What follows belongs to an exercise in optimizing a design on an open flow for small area, a short achievable clock period and few clock cycles per item; a production flow would make more cautious choices.
Function was checked by simulation only, so behaviour that the tests miss may differ from the original.

==> flow/design.v (excerpt) <==
module rs_codec (
    input  wire         clk,
    input  wire         rst,         
    input  wire         req_valid,
    output wire         req_ready,
    input  wire         req_write,   
    input  wire [159:0] req_word,    
    output reg          rsp_valid,
    output reg  [159:0] rsp_word,
    output reg  [1:0]   rsp_nerr,
    output reg          rsp_uncorr
);
Size in the first run: ~940 flip-flops, about 330 I/O pins, about 46000 sq um of cells after synthesis.
clock: 18.0 ns
lec_check: 0
cap_margin: 20
core_margin: 2
core_utilization: 60
cts_cluster_diameter: 100
cts_cluster_size: 25
slew_margin: 20
standard.sh (not shown) runs the stock make flow with config.mk's settings and CLKGATE_MAP_FILE= SYNTH_SCRIPT=/design/flow/synth_recipe.tcl, a recipe that flattens the netlist after the stock synthesis.
==> flow/flow/run.sh <==
#!/bin/bash
set -uo pipefail
bash standard.sh SETUP_SLACK_MARGIN=13.3 "BUFFER_PORTS_ARGS=-buffer_cell sky130_fd_sc_hd__buf_1" finish > standard.log 2>&1
Testbench counts at the start, summed over its fixed seeds: cycles 6,440, items 6,400.
Edit:
==> flow/flow/run.sh (replaced) <==
#!/bin/bash
# The standard layout (the standard.sh, with the design's SDC), with three changes to how
# the layout is made:
# - synthesis is the standard flow's script unchanged but for ABC's mapping script (flow/synth_wrap.tcl,
#   flow/abc_map.script);
# - the setup repair of floorplan, CTS and global routing is asked to leave 13.3 ns of slack
#   on the 18 ns clock, so that it shortens the paths to about 4.7 ns;
# - every input and output port still gets a buffer, of the small sky130_fd_sc_hd__buf_1
#   (repair resizes it where timing needs) instead of the default clkdlybuf4s50_1.
set -uo pipefail
here=$(pwd)
orig=$(grep -o 'SYNTH_SCRIPT=[^ ]*' standard.sh | head -1 | cut -d= -f2-)
FLOW_ORIG_SYNTH="$orig" FLOW_ABC_SCRIPT="$here/flow/abc_map.script" \
  bash standard.sh "SYNTH_SCRIPT=$here/flow/synth_wrap.tcl" SETUP_SLACK_MARGIN=13.3 \
  "BUFFER_PORTS_ARGS=-buffer_cell sky130_fd_sc_hd__buf_1" finish > standard.log 2>&1
==> flow/flow/abc_map.script (new file) <==
&get -n
&st
&dch
&nf -R 1000
&put
buffer -c
topo
stime -c
upsize -c
dnsize -c
==> flow/flow/synth_wrap.tcl (new file) <==
# The standard flow's synthesis script (the one standard.sh names, in FLOW_ORIG_SYNTH), unchanged, except
# that ABC maps the logic with flow/abc_map.script (one choice-based mapping with extra area-recovery rounds,
# then buffering and sizing for the ABC_CLOCK_PERIOD_IN_PS target) in place of ORFS's
# abc_speed.script. Registers are mapped before ABC, as in the standard synthesis.
proc abc {args} {
  set i [lsearch -exact $args -script]
  if {$i >= 0} { lset args [expr {$i + 1}] $::env(FLOW_ABC_SCRIPT) }
  yosys abc {*}$args
}
source $::env(FLOW_ORIG_SYNTH)
ABC_CLOCK_PERIOD_IN_PS = 4500   (was unset)
Result:
- The changed run completed without violations
- wire length drops by a few percent
- via count drops slightly
- setup slack gains 50 ps
Edit:
==> flow/flow/run.sh (replaced) <==
#!/bin/bash
set -uo pipefail
bash standard.sh SETUP_SLACK_MARGIN=13.45 "BUFFER_PORTS_ARGS=-buffer_cell sky130_fd_sc_hd__buf_1" finish > standard.log 2>&1
ABC_CLOCK_PERIOD_IN_PS = unset   (was 4500)
removed: flow/flow/abc_map.script
removed: flow/flow/synth_wrap.tcl
The new run finished with timing, DRC and antenna clean.
Wire length goes up by a little under a tenth.
Utilization decreases by 0.83 points.
Register-to-register slack improved by 50 ps.
Worst hold slack got worse by 7.6 ps.
Edit:
==> flow/flow/run.sh (replaced) <==
#!/bin/bash
# The standard layout (the standard.sh, with the design's SDC), with three changes to how
# the layout is made:
# - synthesis is the standard flow's script unchanged but for ABC's mapping script (flow/synth_wrap.tcl,
#   flow/abc_map.script);
# - the setup repair of floorplan, CTS and global routing is asked to leave 13.45 ns of slack
#   on the 18 ns clock, so that it shortens the paths to about 4.55 ns;
# - every input and output port still gets a buffer, of the small sky130_fd_sc_hd__buf_1
#   (repair resizes it where timing needs) instead of the default clkdlybuf4s50_1.
set -uo pipefail
here=$(pwd)
orig=$(grep -o 'SYNTH_SCRIPT=[^ ]*' standard.sh | head -1 | cut -d= -f2-)
FLOW_ORIG_SYNTH="$orig" FLOW_ABC_SCRIPT="$here/flow/abc_map.script" \
  bash standard.sh "SYNTH_SCRIPT=$here/flow/synth_wrap.tcl" SETUP_SLACK_MARGIN=13.45 \
  "BUFFER_PORTS_ARGS=-buffer_cell sky130_fd_sc_hd__buf_1" finish > standard.log 2>&1
==> flow/flow/abc_map.script (new file) <==
&get -n
&st
&dch
&nf -R 1000
&put
buffer -c
topo
stime -c
upsize -c
dnsize -c
==> flow/flow/synth_wrap.tcl (new file) <==
# The standard flow's synthesis script (the one standard.sh names, in FLOW_ORIG_SYNTH), unchanged, except
# that ABC maps the logic with flow/abc_map.script (one choice-based mapping with extra area-recovery rounds,
# then buffering and sizing for the ABC_CLOCK_PERIOD_IN_PS target) in place of ORFS's
# abc_speed.script. Registers are mapped before ABC, as in the standard synthesis.
proc abc {args} {
  set i [lsearch -exact $args -script]
  if {$i >= 0} { lset args [expr {$i + 1}] $::env(FLOW_ABC_SCRIPT) }
  yosys abc {*}$args
}
source $::env(FLOW_ORIG_SYNTH)
ABC_CLOCK_PERIOD_IN_PS = 4500   (was unset)
=>
- The new run finished with timing, DRC and antenna clean
- utilization went up by 1.2 points
- area after synthesis went down by a few percent
- fmax went up slightly
Edit:
==> flow/run.sh (new file) <==
#!/bin/bash
# synth_recipe.tcl (not shown) runs the flow's synth.tcl, then flattens the netlist and writes it again
# the make line also repeats each setting of config.mk as NAME=value (left out here)
make -C /OpenROAD-flow-scripts/flow DESIGN_CONFIG=/design/flow/config.mk WORK_HOME=/design/flow/orfs CLKGATE_MAP_FILE= SYNTH_SCRIPT=/design/flow/synth_recipe.tcl finish
ABC_CLOCK_PERIOD_IN_PS = unset   (was 4500)
CORE_UTILIZATION = 55   (was 60)
removed: flow/flow/run.sh
removed: flow/flow/abc_map.script
removed: flow/flow/synth_wrap.tcl
removed: flow/standard.sh
Result: Wire length increases by 11%; cell count stays the same; setup slack gets worse by 740 ps; final area increases by 3.1%.

========
Another version of the RTL of rs_codec (not shown whole).
Size in the first run: about 4300 cells after synthesis, about 940 flip-flops, ~330 I/O pins, about 47000 µm² of cells after synthesis.
==> flow/config.mk <==
export PLATFORM = sky130hd
export DESIGN_NAME = rs_codec
export DESIGN_NICKNAME = rs_codec
export VERILOG_FILES = /design/flow/design.v
export SDC_FILE = /design/flow/constraint.sdc
export NUM_CORES = 4
export LEC_CHECK = 0
export CAP_MARGIN = 20
export CORE_MARGIN = 2
export CORE_UTILIZATION = 60
export SLEW_MARGIN = 20
==> flow/constraint.sdc <==
create_clock -name core_clock -period 18.0 [get_ports {clk}]
set_input_delay 3.6000 -clock core_clock [delete_from_list [all_inputs] [get_ports {clk}]]
set_output_delay 3.6000 -clock core_clock [all_outputs]
set_load 0.01 [all_outputs]
==> flow/flow/run.sh <==
#!/bin/bash
set -uo pipefail
bash standard.sh SETUP_SLACK_MARGIN=13.5 "BUFFER_PORTS_ARGS=-buffer_cell sky130_fd_sc_hd__buf_1" finish > standard.log 2>&1
The starting point went through all stages and came out clean.
Testbench counts at the start, summed over its fixed seeds: cycles 6,440, items 6,400.
Then changed:
==> flow/flow/run.sh (replaced) <==
#!/bin/bash
set -uo pipefail
bash standard.sh SETUP_SLACK_MARGIN=13.2 "BUFFER_PORTS_ARGS=-buffer_cell sky130_fd_sc_hd__buf_1" finish > standard.log 2>&1
Result: Wire length decreases by 1.7%; final cell count is about the same; final area goes down by 3.0%.

-- port drivers added, routing unchanged --
The flow's constraints put no driver on any port. The routed layouts listed below were extracted and timed again, unchanged, in two steps. Step 1 (the two cells are an assumption about what drives the block):
set clk [get_ports {clk}]
set_driving_cell -lib_cell sky130_fd_sc_hd__clkbuf_16 $clk
set_driving_cell -lib_cell sky130_fd_sc_hd__buf_2 [delete_from_list [all_inputs] $clk]
Step 2 adds t to the input delays and takes it off the output delays; t is the mean of the earliest and latest rising clock arrival at the registers after step 1. Input paths then give back, and output paths get back, about the clock's delay inside the block. Slacks: ideal ports / drivers / drivers and shift; pairs: ideal ports / drivers.
run | t, ns | slack for setup (ns) | hold WS [ns] | clock arrival spread, ns | worst slew at a driven data input, ns
the first run of note 1 | 0.705 | 13.188 / 13.118 / 13.324 | 0.317 / 0.317 / 0.317 | 0.056 / 0.055 | 0.05
the second run of note 1 | 0.704 | 13.239 / 13.170 / 13.381 | 0.320 / 0.320 / 0.320 | 0.033 / 0.033 | 0.08
the third run of note 1 | 0.704 | 13.183 / 13.114 / 13.430 | 0.312 / 0.312 / 0.312 | 0.056 / 0.056 | 0.05
the fourth run of note 1 | 0.704 | 13.243 / 13.175 / 13.531 | 0.319 / 0.319 / 0.319 | 0.036 / 0.035 | 0.09
the fifth run of note 1 | 0.716 | 12.502 / 12.429 / 12.759 | 0.285 / 0.285 / 0.285 | 0.052 / 0.052 | 0.08
the first run of note 2 | 0.728 | 13.220 / 13.150 / 13.433 | 0.306 / 0.306 / 0.306 | 0.040 / 0.041 | 0.08
the second run of note 2 | 0.725 | 13.202 / 13.132 / 13.214 | 0.305 / 0.305 / 0.305 | 0.038 / 0.038 | 0.08
After both steps setup and hold are still met in every run listed.
